From an optimization exercise on the open Yosys and OpenROAD flow, aimed at small area, a short achievable clock period and few clock cycles per item; shortcuts taken in it are not production practice. Where RTL was checked, it was by simulation tests only, not by an equivalence proof against the original. For run 4, only the layout was checked, not whether the RTL still works. Power figures rest on the tool's default switching activity, not on a simulated workload.

--- flow/config.mk ---
export PLATFORM = sky130hd
export DESIGN_NAME = cdt_builder
export DESIGN_NICKNAME = cdt_builder
export VERILOG_FILES = /design/flow/design.v
export SDC_FILE = /design/flow/constraint.sdc
export NUM_CORES = 4
export LEC_CHECK = 0
export CAP_MARGIN = 20
export CORE_MARGIN = 2
export CORE_UTILIZATION = 40
export SLEW_MARGIN = 20
--- flow/constraint.sdc ---
create_clock -name core_clock -period 6.0 [get_ports {clk}]
set_input_delay 1.2000 -clock core_clock [delete_from_list [all_inputs] [get_ports {clk}]]
set_output_delay 1.2000 -clock core_clock [all_outputs]
set_load 0.01 [all_outputs]
--- flow/design.v ---
module cdt_builder (
    input  wire        clk,
    input  wire        rst,             
    input  wire [4:0]  cfg_k,           
    input  wire [10:0] cfg_min_used,    
    input  wire [10:0] cfg_max_used,    
    input  wire [15:0] cfg_max_width,   
    input  wire [2:0]  cfg_interp,      
    input  wire        in_valid,
    output wire        in_ready,
    input  wire [24:0] in_count,
    output reg         out_valid,
    output reg  [9:0]  out_code,
    output reg  [15:0] out_entry,
    output reg  [9:0]  out_fine,
    output reg         out_wrap,
    output reg         res_valid,
    output reg  [2:0]  res_interp,
    output reg         res_accept,
    output reg  [10:0] res_used,
    output reg  [24:0] res_widest,
    output reg         res_event,
    output reg  [7:0]  res_acc_mask
);
    assign in_ready = 1'b1;
    wire take = in_valid & in_ready;
    reg  [9:0]  code;           
    reg  [25:0] sum;            
    reg  [10:0] used;           
    reg  [24:0] widest;         
    reg  [4:0]  k_q;
    reg  [10:0] min_used_q;
    reg  [10:0] max_used_q;
    reg  [15:0] max_width_q;
    reg  [2:0]  interp_q;
    wire        first = (code == 10'd0);
    wire [25:0] sum_before = first ? 26'd0 : sum;
    wire [10:0] used_before = first ? 11'd0 : used;
    wire [24:0] widest_before = first ? 25'd0 : widest;
    reg         s1_valid;
    reg  [9:0]  s1_code;
    reg  [25:0] s1_sum;
    reg  [24:0] s1_count;
    reg  [3:0]  s1_shift;       
    wire [4:0]  k_now = first ? cfg_k : k_q;
    wire [4:0]  shift_now = k_now - 5'd15;
    always @(posedge clk) begin
        if (rst) begin
            code     <= 10'd0;
            sum      <= 26'd0;
            used     <= 11'd0;
            widest   <= 25'd0;
            s1_valid <= 1'b0;
        end else begin
            s1_valid <= take;
            if (take) begin
                if (first) begin
                    k_q         <= cfg_k;
                    min_used_q  <= cfg_min_used;
                    max_used_q  <= cfg_max_used;
                    max_width_q <= cfg_max_width;
                    interp_q    <= cfg_interp;
                end
                code   <= code + 10'd1;
                sum    <= sum_before + {1'b0, in_count};
                used   <= used_before + {10'd0, (in_count != 25'd0)};
                widest <= (in_count > widest_before) ? in_count : widest_before;
                s1_code  <= code;
                s1_sum   <= sum_before;
                s1_count <= in_count;
                s1_shift <= shift_now[3:0];
            end
        end
    end
    wire [27:0] half   = 28'd1 << (s1_shift - 4'd1);
    wire [27:0] twice  = {1'b0, s1_sum, 1'b0} + {3'd0, s1_count} + half;
    wire [27:0] scaled = twice >> s1_shift;
    wire [15:0] entry  = (scaled > 28'd65535) ? 16'hFFFF : scaled[15:0];
    wire [16:0] fine_sum = {1'b0, entry} + 17'd32;
    wire [10:0] fine_full = fine_sum[16:6];
    wire        last = (s1_code == 10'd1023);
    wire [24:0] width_limit = {9'd0, max_width_q} << (k_q - 5'd16);
    wire        used_ok  = (used >= min_used_q) && (used <= max_used_q);
    wire        width_ok = (widest <= width_limit);
    wire        accept   = used_ok && width_ok;
    reg  [3:0]  run [0:7];
    reg  [7:0]  acc_mask;
    integer     i;
    always @(posedge clk) begin
        if (rst) begin
            out_valid <= 1'b0;
            res_valid <= 1'b0;
            acc_mask  <= 8'd0;
            for (i = 0; i < 8; i = i + 1)
                run[i] <= 4'd0;
        end else begin
            out_valid <= s1_valid;
            res_valid <= s1_valid && last;
            if (s1_valid) begin
                out_code  <= s1_code;
                out_entry <= entry;
                out_fine  <= (fine_full == 11'd1024) ? 10'd0 : fine_full[9:0];
                out_wrap  <= (fine_full == 11'd1024);
            end
            if (s1_valid && last) begin
                res_interp <= interp_q;
                res_accept <= accept;
                res_used   <= used;
                res_widest <= widest;
                if (accept) begin
                    run[interp_q]       <= 4'd0;
                    acc_mask[interp_q]  <= 1'b1;
                    res_event           <= 1'b0;
                    res_acc_mask        <= acc_mask | (8'd1 << interp_q);
                end else begin
                    if (run[interp_q] != 4'd8)
                        run[interp_q] <= run[interp_q] + 4'd1;
                    res_event    <= (run[interp_q] == 4'd7);
                    res_acc_mask <= acc_mask;
                end
            end
        end
    end
endmodule
--- flow/run.sh ---
#!/bin/bash
# synth_recipe.tcl (not shown) runs the flow's synth.tcl, then flattens the netlist and writes it again
# the make line also repeats each setting of config.mk as NAME=value (left out here)
make -C /OpenROAD-flow-scripts/flow DESIGN_CONFIG=/design/flow/config.mk WORK_HOME=/design/flow/orfs CLKGATE_MAP_FILE= SYNTH_SCRIPT=/design/flow/synth_recipe.tcl finish
==> results of run 1 <==
-- critical path: cells and delay by family (launching register included) --
| family | cells | cell delay [ns] |
|---|---|---|
| xor+xnor | 1 | 0.09 |
| flops | 1 | 0.36 |
| compound gates | 7 | 1.97 |
| fa+ha+maj | 2 | 0.84 |
| buf+inv | 4 | 0.44 |
| simple gates | 6 | 1.71 |
-- metrics by stage --
step                      TNS (ns)  worst slack, ns  area (um^2)  hold WS [ns]
after detailed placement         0            0.300        22000         0.434
after global routing      -0.00434         -0.00434        23300         0.468
after CTS                        0            0.277        23200         0.448
after global placement           0            0.342        22000         0.433
after floorplan                  0          0.00555        19500         0.426
final                            0            0.342        23300         0.450
-- area by class of cell --
class,count,share of cell area
clock buffers,49,0.0448
diodes,1,0.000108
repair buffers,224,0.0893
well taps,615,0.0331
inverters,89,0.0144
flip-flops and latches,315,0.370
clock inverters,16,0.00672
multi-input cells,1414,0.442
-- metal layers --
layer,global-route usage,wire [um],vias to the layer above
li1,-,-,7458
met1,0.269,23100,7315
met2,0.338,24300,442
met3,0.0405,3080,116
met4,0.0931,2270,0
met5,0,0,-
-- report_power, final --
group          internal, mW  leakage (nW)  switching (mW)
clock                  1.28         0.586           0.935
sequential             2.45          2.87          0.0660
combinational         0.668          5.75           0.942
total                  4.39          9.20            1.94
-- flip-flops by register name (all words and copies together) (netlist names), 11 cells and up, named ones only --
register     flops
out_entry       16
widest          25
res_widest      25
used            11
max_used_q      11
s1_sum          26
run             32
min_used_q      11
sum             26
s1_count        25
res_used        11
max_width_q     16
-- worst paths after layout --
check                   start  slack (ns)     endpoint
hold reg to reg    s1_code[1]        0.45  out_code[1]
hold / removal     s1_code[1]        0.45  out_code[1]
setup reg to reg  s1_shift[3]        0.34  out_fine[9]
setup / recovery  s1_shift[3]        0.34  out_fine[9]
-- cell usage in the layout (no fill, tap or decap), types with 9 or more instances in the layout --
cell             netlist  routed
a211oi_1              26      24
a21o_1                53      53
a21oi_1              108     107
a31oi_1               10      10
a41o_1                 9       9
and2_1                38      38
and3_1                22      22
buf_4                  2      64
clkbuf_16              0      38
clkdlybuf4s50_1        0     159
dfxtp_1               86      86
edfxtp_1             229     229
fa_1                  17      17
ha_1                 146     146
inv_1                 87      86
mux2_2                16      16
mux2i_1               56      56
mux4_2                18      18
nand2_1              199     199
nand2b_1              20      20
nand3_1               34      34
nand3b_1              27      27
nand4_1               29      29
nor2_1               155     153
nor2b_1               23      22
nor3_1                39      38
nor4_1                19      15
o211ai_1              12      12
o21a_1                31      31
o21ai_0               64      63
o21ai_1               11      12
or3_1                 13      13
xnor2_1               35      35
xor2_1                17      17
-- timing repair --
action,in CTS,in global routing
setup endpoints to repair,0,5
hold buffers,0,0
gates resized for setup,0,14
-- cells by family (layout without fill, tap and decap cells) --
group	count (synthesis)	after routing	share of synthesized area
compound gates	451	451	0.161
xor+xnor	53	53	0.0242
fa+ha+maj	163	163	0.111
buf+inv	192	378	0.0387
flops	315	315	0.441
mux	91	91	0.0593
other cells	1	2	0.000192
simple gates	655	655	0.165
==> impl_metrics.yaml, run 1 <==
synthesis:
  yosysWarnings: 1
  yosys.area.top_type: "edfxtp_1"
  syn_area_um2: 19500
  syn_area_per_cell_um2: 10.2
  netlist_top_cells_area: "edfxtp_1 35%, ha_1 9.4%, dfxtp_1 8.8%, nand2_1 3.8%, nor2_1 3.0%"
  syn_nets: 2158
  netlist_instances: 1921
  synth.yosys.seq_area_share: 0.441
  yosysMostFrequentCell: "edfxtp_1"
  synth_seq_cells: 315
  ys_async_sr_fraction: 0
  synth_top_area_share: 0.352
  synth_edf_count: 229
  synthTopCellsByCount: "229 x edfxtp_1, 199 x nand2_1, 155 x nor2_1"
  synth_ff_type: "edfxtp_1"
  synth_cell_type_count: 92
clock_network:
  cts_root_buffer: "clkbuf_16"
  post-cts-setup-buffers: 0
  ctsHtreeMaxLevel: 2
  clock_latency_ns: 0.57
  numClockSinks: 315
  cts.clk_slew.worst_paths_ns: 0.06
  cts-buffers-inserted: 36
  clock_path_buffers: 3
  cts_tree: "yes"
floorplan:
  die_area_um2: 50600
  core_um2: 47900
  std_cell_rows: 80
  initial_core_util: 0.407
  fp.dieW_um: 225
  io-pin-count: 163
  die_y_um: 225
layout:
  final_cells: 2723
  fill_cells: 4441
  syn2layout_area_growth_pct: 19.2
  multi_input_area_um2: 10300
  ff_latch_area_um2: 8600
  final_util: 0.485
  nNetsFinal: 2317
  drive_above_1_share: 0.0968
sta:
  fin_skew_ns: 0.0326
  finalHoldViolCount: 0
  slew_headroom: 0.294
  period_share: 0.943
  period_needed_ns: 5.66
  tightest_slew_ns: 1.06
  max_freq_mhz: 177
  setup_viol: 0
  slew_viol_final: 0
placed_design:
  place_congestion: 0.914
  port_buffers: 161
  place_inst: 2657
  hpwl_um: 39500
routing:
  antenna_left: 0
  firstDrtPassIters: 6
  drc: 0
  vias_per_cell: 5.63
  wl_per_cell_um: 19.4
  drtIter0Drc: 965
  wirelength_um: 52700
  vias: 15300
hold_path:
  whs_path_depth: 0
  hold_class: "reg -> reg"
global_route:
  grt_pass1_wl_um: 82700
  grt-ovfl-total: 0
  antenna_found_initial: 1
  grt_pass1_vias: 15300
  grt_max_degree: 57
  grtUsageTotal: 0.208
power_and_ir_drop:
  p_per_area_nw_per_um2: 272
  ir_worst_vdd_uv: 200
  leakagePower_nw: 9.20
  power.total_mw: 6.34
run:
  cap_viol_max_count: 0
setup_path:
  slowest_delay_ns: 0.56
  cp_max_fo: 8
  worstPathRequired_ns: 6.31
  critPathCaptureType: "register"
  critPathKind: "reg -> reg"
  start_kind: "register"
  crit_chain: "buf_4 > inv_1 > nor2_1 > nand2_1 > fa_1 > inv_1 > ha_1 > and3_1 > a21boi_2 > a41oi_4 > a21o_1 > buf_4 > xor2_1 > a221o_1 > o311ai_1 > o221ai_1 > nor2_1 > nand3b_1 > or4_1 > o211a_1"
  worst_r2r_path_depth: 20
  cp.arrival_ns: 5.97
  crit_slowest_cell: "or4_1"
status:
  status: "timing/DRC/antenna clean"
Testbench counts, summed over its fixed seeds: cycles 65,552, items 65,536.
==> run 2, diff against run 1 <==
==> flow/design.v (replaced) <==
module cdt_builder (
    input  wire        clk,
    input  wire        rst,             
    input  wire [4:0]  cfg_k,
    input  wire [10:0] cfg_min_used,
    input  wire [10:0] cfg_max_used,
    input  wire [15:0] cfg_max_width,
    input  wire [2:0]  cfg_interp,
    input  wire        in_valid,
    output wire        in_ready,
    input  wire [24:0] in_count,
    output reg         out_valid,
    output reg  [9:0]  out_code,
    output reg  [15:0] out_entry,
    output reg  [9:0]  out_fine,
    output reg         out_wrap,
    output reg         res_valid,
    output wire [2:0]  res_interp,
    output reg         res_accept,
    output wire [10:0] res_used,
    output wire [24:0] res_widest,
    output reg         res_event,
    output wire [7:0]  res_acc_mask
);
    reg  [9:0]  cprev;          
    reg  [1:0]  st;             
    assign in_ready = (st == 2'd0);
    wire        take  = in_valid & in_ready & ~rst;
    wire        first = &cprev;
    wire        last  = (cprev == 10'd1022);
    reg  [2:0]  d_q;            
    reg  [10:0] min_used_q;
    reg  [10:0] max_used_q;
    reg  [15:0] max_width_q;
    reg  [2:0]  interp_q;
    wire [2:0]  d_in = {~cfg_k[2], cfg_k[1:0]};
    reg  [24:0] h0;             
    reg         v0;
    always @(posedge clk) begin
        h0 <= take ? in_count : 25'd0;
        if (rst) begin
            cprev <= 10'h3FF;
            st    <= 2'd0;
            v0    <= 1'b0;
        end else begin
            v0 <= take;
            if (take)
                cprev <= cprev + 10'd1;
            if (take & last)
                st <= 2'd2;
            else if (st != 2'd0)
                st <= st - 2'd1;
        end
        if (take & first) begin
            d_q         <= d_in;
            min_used_q  <= cfg_min_used;
            max_used_q  <= cfg_max_used;
            max_width_q <= cfg_max_width;
            interp_q    <= cfg_interp;
        end
    end
    reg  [25:1] a;              
    reg  [10:0] used;
    reg  [24:0] widest;
    wire        init = take & first;
    wire [25:1] half_in = 25'd1 << (d_in + 3'd3);    
    wire [25:0] s_sum = {a, 1'b0} + {1'b0, h0};
    always @(posedge clk) begin
        a      <= init ? half_in : (a + h0);
        used   <= init ? 11'd0 : (used + {10'd0, |h0});
        widest <= init ? 25'd0 : ((h0 > widest) ? h0 : widest);
    end
    reg  [16:0] e17;
    always @(*) begin
        case (d_q)
            3'd0:    e17 = s_sum[21:5];
            3'd1:    e17 = s_sum[22:6];
            3'd2:    e17 = s_sum[23:7];
            3'd3:    e17 = s_sum[24:8];
            default: e17 = s_sum[25:9];
        endcase
    end
    wire [15:0] entry     = e17[15:0] | {16{e17[16]}};
    wire [10:0] fine_full = {1'b0, entry[15:6]} + {10'd0, entry[5]};
    always @(posedge clk) begin
        if (rst)
            out_valid <= 1'b0;
        else
            out_valid <= v0;
        out_code  <= cprev;
        out_entry <= entry;
        out_fine  <= fine_full[9:0];
        out_wrap  <= fine_full[10];
    end
    wire [24:0] width_limit = {9'd0, max_width_q} << ({1'b0, d_q} + 4'd4);
    wire        accept = (used >= min_used_q) && (used <= max_used_q) &&
                         (widest <= width_limit);
    reg  [3:0]  run [0:7];
    reg  [7:0]  acc_mask;
    integer     i;
    wire        judge = (st == 2'd1);
    wire [3:0]  run_sel = run[interp_q];
    always @(posedge clk) begin
        res_accept <= accept;
        res_event  <= ~accept & (run_sel == 4'd7);
        if (rst) begin
            res_valid <= 1'b0;
            acc_mask  <= 8'd0;
            for (i = 0; i < 8; i = i + 1)
                run[i] <= 4'd0;
        end else begin
            res_valid <= judge;
            if (judge) begin
                if (accept) begin
                    run[interp_q]      <= 4'd0;
                    acc_mask[interp_q] <= 1'b1;
                end else if (run_sel != 4'd8) begin
                    run[interp_q]      <= run_sel + 4'd1;
                end
            end
        end
    end
    assign res_interp   = interp_q;
    assign res_used     = used;
    assign res_widest   = widest;
    assign res_acc_mask = acc_mask;
endmodule
--- a/flow/config.mk
+++ b/flow/config.mk
@@ -10,2 +10,3 @@
 export CORE_UTILIZATION = 40
+export SETUP_SLACK_MARGIN = 3.7
 export SLEW_MARGIN = 20
==> run 2 against run 1 <==
Critical endpoint is now run[0][1]. First-iteration DRC count is 28% lower. Register-to-register slack improved by 1.7 ns. Clock power shrank 23%. Critical path depth shrank 2. Die area decreased by 32%. Still clean. Non-clock buffer count rose by 89. Global-route usage grew 1.6 points. Worst setup slack better by 1.7 ns. Routed wire length fell by 26%. Highest routed layer unchanged.
==> impl_metrics.yaml, run 2 <==
synthesis:
  syn_area_per_cell_um2: 9.63
  synth_seq_cells: 227
  yosys.area.top_type: "dfxtp_1"
  ys_async_sr_fraction: 0
  synth_cell_type_count: 87
  yosysMostFrequentCell: "dfxtp_1"
  syn_area_um2: 13300
  synth_top_area_share: 0.228
  synthTopCellsByCount: "151 x dfxtp_1, 129 x ha_1, 123 x nor2_1"
  syn_nets: 1581
  netlist_top_cells_area: "dfxtp_1 23%, edfxtp_1 17%, ha_1 12%, mux2i_1 3.9%, nor2_1 3.5%"
  synth_edf_count: 76
  synth_ff_type: "dfxtp_1"
  netlist_instances: 1377
  yosysWarnings: 1
  synth.yosys.seq_area_share: 0.400
layout:
  fill_cells: 2792
  final_util: 0.580
  nNetsFinal: 1883
  largest_register_ffs: 32
  top_register: "run"
  final_cells: 2142
  layout_commonest_cell: "nor2_1"
  syn2layout_area_growth_pct: 42.6
  n_antenna_cell: 0
  mostFrequentLayoutCells: "118 x nor2_1, 107 x ha_1, 92 x buf_4"
  drive_above_1_share: 0.327
  finalInstanceArea_um2: 18900
sta:
  rsz0062_at_grt: "yes"
  finalHoldViolCount: 0
  period_needed_ns: 3.91
  whs_ns: 0.349
  period_share: 0.652
  slew_viol_final: 0
  tightest_slew_ns: 0.754
  slew_headroom: 0.497
  setup_viol: 0
  finalSetupTns_ns: 0
  fin_skew_ns: 0.0102
  max_freq_mhz: 256
setup_path:
  r2r-end: "run[0][1]"
  cp.arrival_ns: 4.16
  crit_chain: "buf_12 > mux2_4 > nor2_4 > a21oi_2 > mux2i_1 > ha_1 > a21o_1 > a21o_1 > a21o_1 > a21o_1 > a21o_1 > a21o_1 > a221o_1 > a21oi_2 > a31o_4 > nand3_4 > buf_6 > a21oi_4"
  critPathLaunch: "d_q[0]"
  critPathCaptureType: "register"
  critPathKind: "reg -> reg"
  worstPathRequired_ns: 6.25
  start_kind: "register"
  crit_end: "run[0][1]"
  path_common_cell: "a21o_1"
  crit_slowest_cell: "edfxtp_1"
  cp_max_fo: 6
  rr_startpoint: "d_q[0]"
  reg2reg_slack_ns: 2.09
  worst_r2r_path_depth: 18
  slowest_delay_ns: 0.45
power_and_ir_drop:
  ir_worst_vdd_uv: 277
  leakagePower_nw: 8.11
  p_per_area_nw_per_um2: 440
global_route:
  grtUsageTotal: 0.224
  grt_pass1_vias: 11500
  grt_pass1_wl_um: 60700
  grt-ovfl-total: 0
  top_usage_layer: "met2"
  met3_usage: 0.0383
  grt_max_degree: 42
  met2_usage: 0.376
  antenna_found_initial: 0
  use_met1: 0.287
routing:
  wl_per_cell_um: 18.2
  vias: 11500
  antenna_left: 0
  firstDrtPassIters: 5
  vias_per_cell: 5.37
  drtIter0Drc: 692
  drc: 0
  wirelength_um: 39000
placed_design:
  port_buffers: 160
  place_inst: 1944
  place_area_um2: 15700
  place_congestion: 0.857
  hpwl_um: 25700
clock_network:
  cts-buffers-inserted: 27
  cts_root_buffer: "clkbuf_16"
  numClockSinks: 227
  clock_path_buffers: 3
  clock_latency_ns: 0.56
  ctsHtreeMaxLevel: 1
  cts_tree: "yes"
  cts.clk_slew.worst_paths_ns: 0.06
floorplan:
  io-pin-count: 163
  die_area_um2: 34600
  std_cell_rows: 66
  core_um2: 32600
  die_y_um: 186
  fp.dieW_um: 186
  initial_core_util: 0.406
run:
  cap_viol_max_count: 0
hold_path:
  hold_class: "reg -> reg"
status:
  status: "timing/DRC/antenna clean"
==> run 2: changes by cell type in the layout (fill, tap and decap cells not counted), moves of 32 or more <==
cell             change
edfxtp_1           -153
nor2_1              -35
o21ai_0             -32
buf_6               +62
a21oi_1             -59
buf_2               +60
dfxtp_4             +40
ha_1                -39
clkdlybuf4s50_1     -92
nand2_1            -123
==> run 2: kinds of logic (layout without fill, tap and decap cells) <==
family          Yosys count  in the layout  synth area share
simple gates            455            456             0.175
compound gates          305            307             0.159
flops                   227            227             0.400
buf+inv                 135            455            0.0396
fa+ha+maj               130            130             0.123
mux                      74             74            0.0694
xor+xnor                 50             50            0.0330
other cells               1              1          0.000283
==> run 2: critical path, delay by kind of cell (launching register included) <==
family	cells	cell delay (ns)
mux	2	0.47
simple gates	2	0.22
compound gates	11	1.86
buf+inv	2	0.35
flops	1	0.45
fa+ha+maj	1	0.26
==> run 2: what timing repair did <==
action | CTS | global route
hold buffers | 0 | 0
gates resized for setup | 609 | 91
pin swaps | 84 | 43
endpoints found under the setup margin | 300 | 191
hold endpoints to repair | 0 | 0
setup buffers | 111 | 26
cloned | 10 | 1
==> run 2: how the worst min path moves through the flow <==
stage | to | cells after the start | startpoint | slack (ns)
global route | out_code[9] | 0 | cprev[9] | 0.36
CTS | out_code[9] | 0 | cprev[9] | 0.35
global placement | out_code[9] | 0 | cprev[9] | 0.34
detailed placement | out_code[9] | 0 | cprev[9] | 0.34
floorplan | out_code[9] | 0 | cprev[9] | 0.33
finish | out_code[9] | 0 | cprev[9] | 0.35
==> run 2: power breakdown <==
group          internal, mW  switching, mW
sequential             1.99          0.264
clock                  1.03          0.676
combinational          2.14           2.21
total                  5.17           3.15
==> run 2: layout make-up <==
cell class                 instances  area [um^2]  area share
tap                              442          553      0.0293
clock inverter                    10          153     0.00807
clock buffer                      40          777      0.0411
timing repair inverter             2         17.5    0.000927
sequential                       227         5490       0.290
multi-input combinational       1018         8660       0.458
inverter                          90          367      0.0194
timing repair buffer             313         2890       0.153
==> run 2: per-stage QoR <==
stage	setup slack [ns]	power [mW]
floorplan	2.00	4.55
detailed placement	1.40	5.52
global placement	1.47	5.47
global route	1.94	8.84
finish	2.09	8.32
CTS	2.06	8.04
==> run 2: metal layers <==
metal,share of wire,up-vias,wire [um]
met5,0,-,0
met3,0.051,85,2000
met2,0.47,285,18400
met1,0.44,5521,17300
li1,-,5617,-
met4,0.033,0,1290
Testbench counts of run 2, summed over its fixed seeds: cycles 65,672, items 65,536.
==> run 3, diff against run 2 <==
--- a/flow/config.mk
+++ b/flow/config.mk
@@ -10,3 +10,2 @@
 export CORE_UTILIZATION = 40
-export SETUP_SLACK_MARGIN = 3.7
 export SLEW_MARGIN = 20
==> run 3 against run 2 <==
Worst hold slack better by 0.031 ns. Core utilization fell by 7.9 points. Still clean. Count of clock-buffer cells in the layout shrank 1. Final area shrank 14%. Sequential power about the same. Non-clock buffer count shrank 138. Global-route usage down 2.5 points. Power down 16%. Die area stayed put. Synthesized area did not move.
==> impl_metrics.yaml, run 3 <==
setup_path:
  crit_chain: "buf_4 > nor2b_1 > a211oi_1 > a211oi_1 > a21oi_1 > ha_1 > a21o_1 > a21o_1 > a21o_1 > a21o_1 > a21o_1 > a221o_1 > a21oi_1 > a31o_2 > nand3_1 > a21oi_1"
  critPathCaptureType: "register"
  crit_slowest_cell: "edfxtp_1"
  worst-path-buf-inv: 1
  start_kind: "register"
  crit_family: "compound AO/OA/AOI/OAI gates"
  path_common_cell: "a21o_1"
  worstPathRequired_ns: 6.23
  cp.arrival_ns: 5.13
  slowest_delay_ns: 0.66
  cp_max_fo: 18
  critPathKind: "reg -> reg"
power_and_ir_drop:
  clockPowerShare: 0.241
  ir_worst_vdd_uv: 242
  switchingPower_mw: 2.62
  p_per_area_nw_per_um2: 429
  leakagePower_nw: 6.95
  seqPwrFrac: 0.320
  swShare: 0.374
  intPower_mw: 4.38
  comb_power_share: 0.440
floorplan:
  std_cell_rows: 66
  fp.dieW_um: 186
  die_y_um: 186
  io-pin-count: 163
  initial_core_util: 0.406
  core_um2: 32600
  die_area_um2: 34600
routing:
  drtIter0Drc: 556
  vias_per_cell: 5.31
  wirelength_um: 34100
  firstDrtPassIters: 5
  drc: 0
  vias: 10600
  antenna_left: 0
  wl_per_cell_um: 17.1
sta:
  rsz0062_at_grt: "no"
  tightest_slew_ns: 1.09
  slew_viol_final: 0
  period_share: 0.818
  slew_headroom: 0.275
  setup_slack_ns: 1.09
  max_freq_mhz: 204
  period_needed_ns: 4.91
  finalHoldViolCount: 0
  whs_ns: 0.379
  setup_viol: 0
  finalSetupTns_ns: 0
  fin_skew_ns: 0.0298
layout:
  top_register: "run"
  nNetsFinal: 1741
  largest_register_ffs: 32
  finalInstanceArea_um2: 16300
  syn2layout_area_growth_pct: 23.1
  fill_cells: 3041
  drive_above_1_share: 0.0725
  mostFrequentLayoutCells: "160 x clkdlybuf4s50_1, 151 x dfxtp_1, 129 x ha_1"
  final_cells: 2002
  layout_commonest_cell: "clkdlybuf4s50_1"
synthesis:
  synthAdderAreaFrac: 0.123
  synth_top_area_share: 0.228
  syn_area_um2: 13300
  synthSimpleGateAreaFrac: 0.175
  synth_top_family_by_area: "simple AND/OR/NAND/NOR gates"
  netlist_instances: 1377
  ys_async_sr_fraction: 0
  netlist_top_cells_area: "dfxtp_1 23%, edfxtp_1 17%, ha_1 12%, mux2i_1 3.9%, nor2_1 3.5%"
  synth_cell_type_count: 87
  yosysWarnings: 1
  synth_seq_cells: 227
  synth_compound_area_frac: 0.159
  synth-xor-area-share: 0.0330
  yosys.area.top_type: "dfxtp_1"
  synth_ff_type: "dfxtp_1"
  synthMuxAreaShare: 0.0694
  synth.yosys.seq_area_share: 0.400
  synthTopCellsByCount: "151 x dfxtp_1, 129 x ha_1, 123 x nor2_1"
  syn_nets: 1581
  synth_edf_count: 76
  yosysMostFrequentCell: "dfxtp_1"
  syn_area_per_cell_um2: 9.63
placed_design:
  place_congestion: 0.887
  place_inst: 1949
  place_area_um2: 15400
  dpl_worst_slack_ns: 1.05
  port_buffers: 160
  hpwl_um: 25300
clock_network:
  cts-buffers-inserted: 28
  cts_tree: "yes"
  clock_latency_ns: 0.58
  ctsHtreeMaxLevel: 1
  cts_root_buffer: "clkbuf_16"
  cts.hold.buffers_added: 0
  numClockSinks: 227
  cts.clk_slew.worst_paths_ns: 0.06
  ctsResizeCount: 0
  clock_path_buffers: 3
  post-cts-setup-buffers: 0
global_route:
  antenna_found_initial: 2
  grt-ovfl-total: 0
  grtUsageTotal: 0.199
  grt_pass1_wl_um: 54600
  grt_pass1_vias: 10300
  grt_max_degree: 69
run:
  cap_viol_max_count: 0
status:
  status: "timing/DRC/antenna clean"
hold_path:
  hold_class: "reg -> reg"
==> run 3: stage by stage <==
stage	total power [mW]	utilization
floorplan	4.29	-
global placement	5.28	0.471
detailed placement	5.32	0.471
CTS	7.05	0.500
global route	7.53	0.500
finish	7.00	0.500
==> run 3: final timing paths <==
check / cells after the start / startpoint / end / slack (ns)
hold reg to reg: 0 / cprev[9] / out_code[9] / 0.38
setup / recovery: 16 / d_q[0] / run[1][2] / 1.09
setup reg to reg: 16 / d_q[0] / run[1][2] / 1.09
hold / removal: 0 / cprev[9] / out_code[9] / 0.38
==> run 3: power groups by stage <==
stage	combinational, mW	sequential [mW]	clock, mW
2_1_floorplan	2.04	2.26	0
3_3_place_gp	3.01	2.27	0
3_5_place_dp	3.05	2.27	0
4_1_cts	3.08	2.24	1.73
5_1_grt	3.45	2.28	1.79
6_report	3.08	2.24	1.69
==> run 3: per-layer routing <==
metal	vias up	routed length (um)	GRT usage
met2	282	15200	0.321
met1	4957	15700	0.265
met5	-	0	0
met4	0	1050	0.0627
li1	5325	-	-
met3	60	2270	0.0448
==> run 3: cell families (layout without fill, tap and decap cells) <==
family	Yosys count	count (layout)
buf+inv	135	317
simple gates	455	455
other cells	1	2
flops	227	227
mux	74	74
xor+xnor	50	50
compound gates	305	305
fa+ha+maj	130	130
==> run 3: cell type report <==
class | count | area (um^2) | share of cell area
Multi-Input combinational cell | 1015 | 7440 | 0.456
Sequential cell | 227 | 5310 | 0.325
Timing Repair Buffer | 175 | 1730 | 0.106
Clock buffer | 39 | 845 | 0.0517
Tap cell | 442 | 553 | 0.0339
Inverter | 90 | 340 | 0.0208
Clock inverter | 13 | 111 | 0.00682
Antenna cell | 1 | 2.50 | 0.000153
==> run 3: worst register-to-register path: stages (launching register included) <==
cell      delay [ns]
edfxtp_1        0.66
buf_4           0.29
nor2b_1         0.06
a211oi_1        0.28
a211oi_1        0.10
a21oi_1         0.17
ha_1            0.27
a21o_1          0.16
a21o_1          0.16
a21o_1          0.17
a21o_1          0.17
a21o_1          0.17
a221o_1         0.28
a21oi_1         0.12
a31o_2          0.21
nand3_1         0.62
a21oi_1         0.63
==> run 4, diff against run 3 <==
--- a/flow/design.v
+++ b/flow/design.v
@@ -49,3 +49,3 @@
             if (take & last)
-                st <= 2'd2;
+                st <= 2'd3;
             else if (st != 2'd0)
@@ -83,3 +83,3 @@
     wire [15:0] entry     = e17[15:0] | {16{e17[16]}};
-    wire [10:0] fine_full = {1'b0, entry[15:6]} + {10'd0, entry[5]};
+    wire [10:0] fine_full = e17[16:6] + {10'd0, e17[5]};
     always @(posedge clk) begin
@@ -104,3 +104,3 @@
         res_accept <= accept;
-        res_event  <= ~accept & (run_sel == 4'd7);
+        res_event  <= ~res_accept & (run_sel == 4'd7);
         if (rst) begin
@@ -113,3 +113,3 @@
             if (judge) begin
-                if (accept) begin
+                if (res_accept) begin
                     run[interp_q]      <= 4'd0;
--- a/flow/config.mk
+++ b/flow/config.mk
@@ -10,2 +10,3 @@
 export CORE_UTILIZATION = 40
+export SETUP_SLACK_MARGIN = 3.7
 export SLEW_MARGIN = 20
==> run 4 against run 3 <==
Cell count is 3.3% higher. Clock power hardly changed. Count of clock-buffer cells in the layout is 5 lower. Combinational power is 84% higher. Worst setup slack better by 1.7 ns. Synthesized cell count is 2.5% lower. Sequential power is 16% higher. Fmax is 52% higher. Still clean. Die area is 2.1% lower. Non-clock buffer count is 146 higher. Synthesized area is 2.1% lower. Worst hold slack better by 0.010 ns.
==> impl_metrics.yaml, run 4 <==
layout:
  nNetsFinal: 1852
  syn2layout_area_growth_pct: 46.7
  top_register: "run"
  drive_above_1_share: 0.377
  layout_commonest_cell: "buf_4"
  largest_register_ffs: 32
  mostFrequentLayoutCells: "115 x buf_4, 100 x ha_1, 97 x nor2_1"
  fill_cells: 2680
setup_path:
  critPathCaptureType: "register"
  cp.arrival_ns: 3.63
  worstPathRequired_ns: 6.41
  start_kind: "register"
  critPathKind: "reg -> reg"
  reg2reg_slack_ns: 2.78
  cp_max_fo: 4
status:
  status: "timing/DRC/antenna clean"
routing:
  wirelength_um: 39500
  drtIter0Drc: 820
  drc: 0
  wl_per_cell_um: 19.1
  firstDrtPassIters: 5
  vias: 11300
  vias_per_cell: 5.47
  antenna_left: 0
hold_path:
  hold_class: "reg -> reg"
sta:
  fin_skew_ns: 0.0424
  period_needed_ns: 3.22
  setup_viol: 0
  tightest_slew_ns: 0.915
  whs_ns: 0.390
  max_freq_mhz: 310
  slew_headroom: 0.387
  period_share: 0.537
  setup_slack_ns: 2.78
  finalSetupTns_ns: 0
  rsz0062_at_grt: "yes"
  slew_viol_final: 0
  finalHoldViolCount: 0
global_route:
  grt_pass1_wl_um: 60700
  grtUsageTotal: 0.228
  antenna_found_initial: 3
  grt_pass1_vias: 11200
  grt-ovfl-total: 0
  grt_max_degree: 54
clock_network:
  cts_tree: "yes"
  numClockSinks: 227
  cts-buffers-inserted: 26
  ctsHtreeMaxLevel: 1
  cts.clk_slew.worst_paths_ns: 0.06
  clock_latency_ns: 0.57
  clock_path_buffers: 3
  cts_root_buffer: "clkbuf_16"
synthesis:
  netlist_top_cells_area: "dfxtp_1 23%, edfxtp_1 18%, ha_1 13%, a21oi_1 3.5%, nor2_1 3.5%"
  synth_seq_cells: 227
  synthTopCellsByCount: "151 x dfxtp_1, 131 x ha_1, 121 x nor2_1"
  ys_async_sr_fraction: 0
  netlist_instances: 1342
  syn_area_per_cell_um2: 9.67
  yosys.area.top_type: "dfxtp_1"
  synth_top_area_share: 0.233
  yosysMostFrequentCell: "dfxtp_1"
  syn_area_um2: 13000
  synth_cell_type_count: 87
  yosysWarnings: 1
  synth_edf_count: 76
  synth_ff_type: "dfxtp_1"
  synth.yosys.seq_area_share: 0.409
  syn_nets: 1548
placed_design:
  place_congestion: 0.861
  hpwl_um: 25800
  port_buffers: 160
  dpl_worst_slack_ns: 1.66
floorplan:
  io-pin-count: 163
  core_um2: 31700
  fp.dieW_um: 184
  std_cell_rows: 65
  die_area_um2: 33900
  die_y_um: 184
  initial_core_util: 0.409
power_and_ir_drop:
  ir_worst_vdd_uv: 346
  leakagePower_nw: 7.92
  p_per_area_nw_per_um2: 521
  power.total_mw: 9.91
run:
  cap_viol_max_count: 0
run 4: changes by cell type after synthesis, sizes merged, moves of 9 or more:
| cell | previous run | this run |
|---|---|---|
| xor2 | 23 | 33 |
| o21ai | 48 | 76 |
| nand2b | 19 | 31 |
| and2 | 74 | 32 |
| a22oi | 10 | 1 |
| nor3 | 30 | 14 |
| mux2i | 51 | 32 |
| inv | 90 | 72 |
| a21o | 41 | 29 |
| nand3 | 25 | 50 |
| a21oi | 71 | 97 |
run 4: routing by layer:
| layer | part of all wire | up-vias | track usage |
|---|---|---|---|
| li1 | - | 5477 | - |
| met2 | 0.46 | 345 | 0.373 |
| met3 | 0.068 | 82 | 0.0468 |
| met5 | 0.00033 | - | 0 |
| met1 | 0.45 | 5421 | 0.305 |
| met4 | 0.030 | 2 | 0.0688 |
run 4: stage by stage:
stage / instance area [um^2] / util / cells
6_report: 19000 / 0.600 / 2069
5_1_grt: 19000 / 0.600 / 2068
3_5_place_dp: 15400 / 0.485 / 1866
3_3_place_gp: 15400 / 0.485 / 1866
4_1_cts: 18200 / 0.574 / 2023
2_1_floorplan: 13600 / - / 1342
run 4: final timing paths:
check,start,end,depth (start not counted)
setup reg to reg,a[3],out_wrap,15
setup / recovery,a[3],out_wrap,15
hold / removal,cprev[6],out_code[6],0
hold reg to reg,cprev[6],out_code[6],0
run 4: where the power goes:
part / total (mW) / internal, mW / switching (mW)
Sequential: 2.59 / 2.14 / 0.449
Clock: 1.66 / 0.986 / 0.669
Combinational: 5.67 / 2.72 / 2.95
run 4: repair_timing:
action / CTS / global route
cloned: 10 / 0
setup buffers: 99 / 45
endpoints found under the setup margin: 297 / 181
hold buffers: 0 / 0
resized for setup: 636 / 136
pin swaps: 89 / 112
run 4: area by class of cell:
cell class	count	area [um^2]	share of cell area
antenna	1	2.50	0.000131
clock buffer	34	723	0.0380
clock inverter	14	180	0.00946
inverter	73	305	0.0160
multi-input combinational	996	8830	0.464
sequential	227	5520	0.290
tap	402	503	0.0264
timing repair buffer	321	2960	0.155
timing repair inverter	1	16.3	0.000854
run 4: worst max-delay path, cell delays in order (launching register included):
cell      delay [ns]
dfxtp_4         0.35
ha_4            0.25
nand4_1         0.16
a21oi_4         0.11
or4_4           0.52
a21oi_4         0.20
xnor2_4         0.16
mux2i_2         0.11
mux2_4          0.29
o21ai_4         0.14
ha_4            0.16
ha_4            0.14
nand2_4         0.05
nor3_4          0.16
nand3b_1        0.12
xor2_1          0.15
run 4: cells by family after synthesis:
logic type,after synthesis,share of synthesized area
multiplexers,53,0.0533
other,1,0.000289
XOR/XNOR,64,0.0432
AO/OA/AOI/OAI,308,0.155
buffers and inverters,120,0.0406
AND/OR/NAND/NOR,437,0.171
adder cells (fa/ha/maj),132,0.128
flip-flops,227,0.409

## what the ideal ports hide
The flow's constraints put no driver on any port. The routed layouts listed below were extracted and timed again, unchanged, in two steps. Step 1, drivers: a clkbuf_16 drives clk and a buf_2 each remaining input, both assumed. Step 2 times the ports against the registers' clock, not the clock port: input delays grow and output delays shrink by t, the midpoint of the rising clock arrivals with the driver on. Slacks: ideal ports / drivers / drivers and shift; pairs: ideal ports / drivers.
run	t (ns)	setup WS [ns]	worst hold slack (ns)	pins driven straight from the clock port
run 1	0.613	0.342 / 0.342 / 0.342	0.450 / 0.450 / 0.450	1
run 2	0.599	2.088 / 2.088 / 2.088	0.349 / 0.349 / 0.349	1
run 3	0.614	1.094 / 1.094 / 1.094	0.379 / 0.379 / 0.379	1
run 4	0.599	2.776 / 2.776 / 2.776	0.390 / 0.390 / 0.390	1
After both steps setup and hold are still met in every run listed.
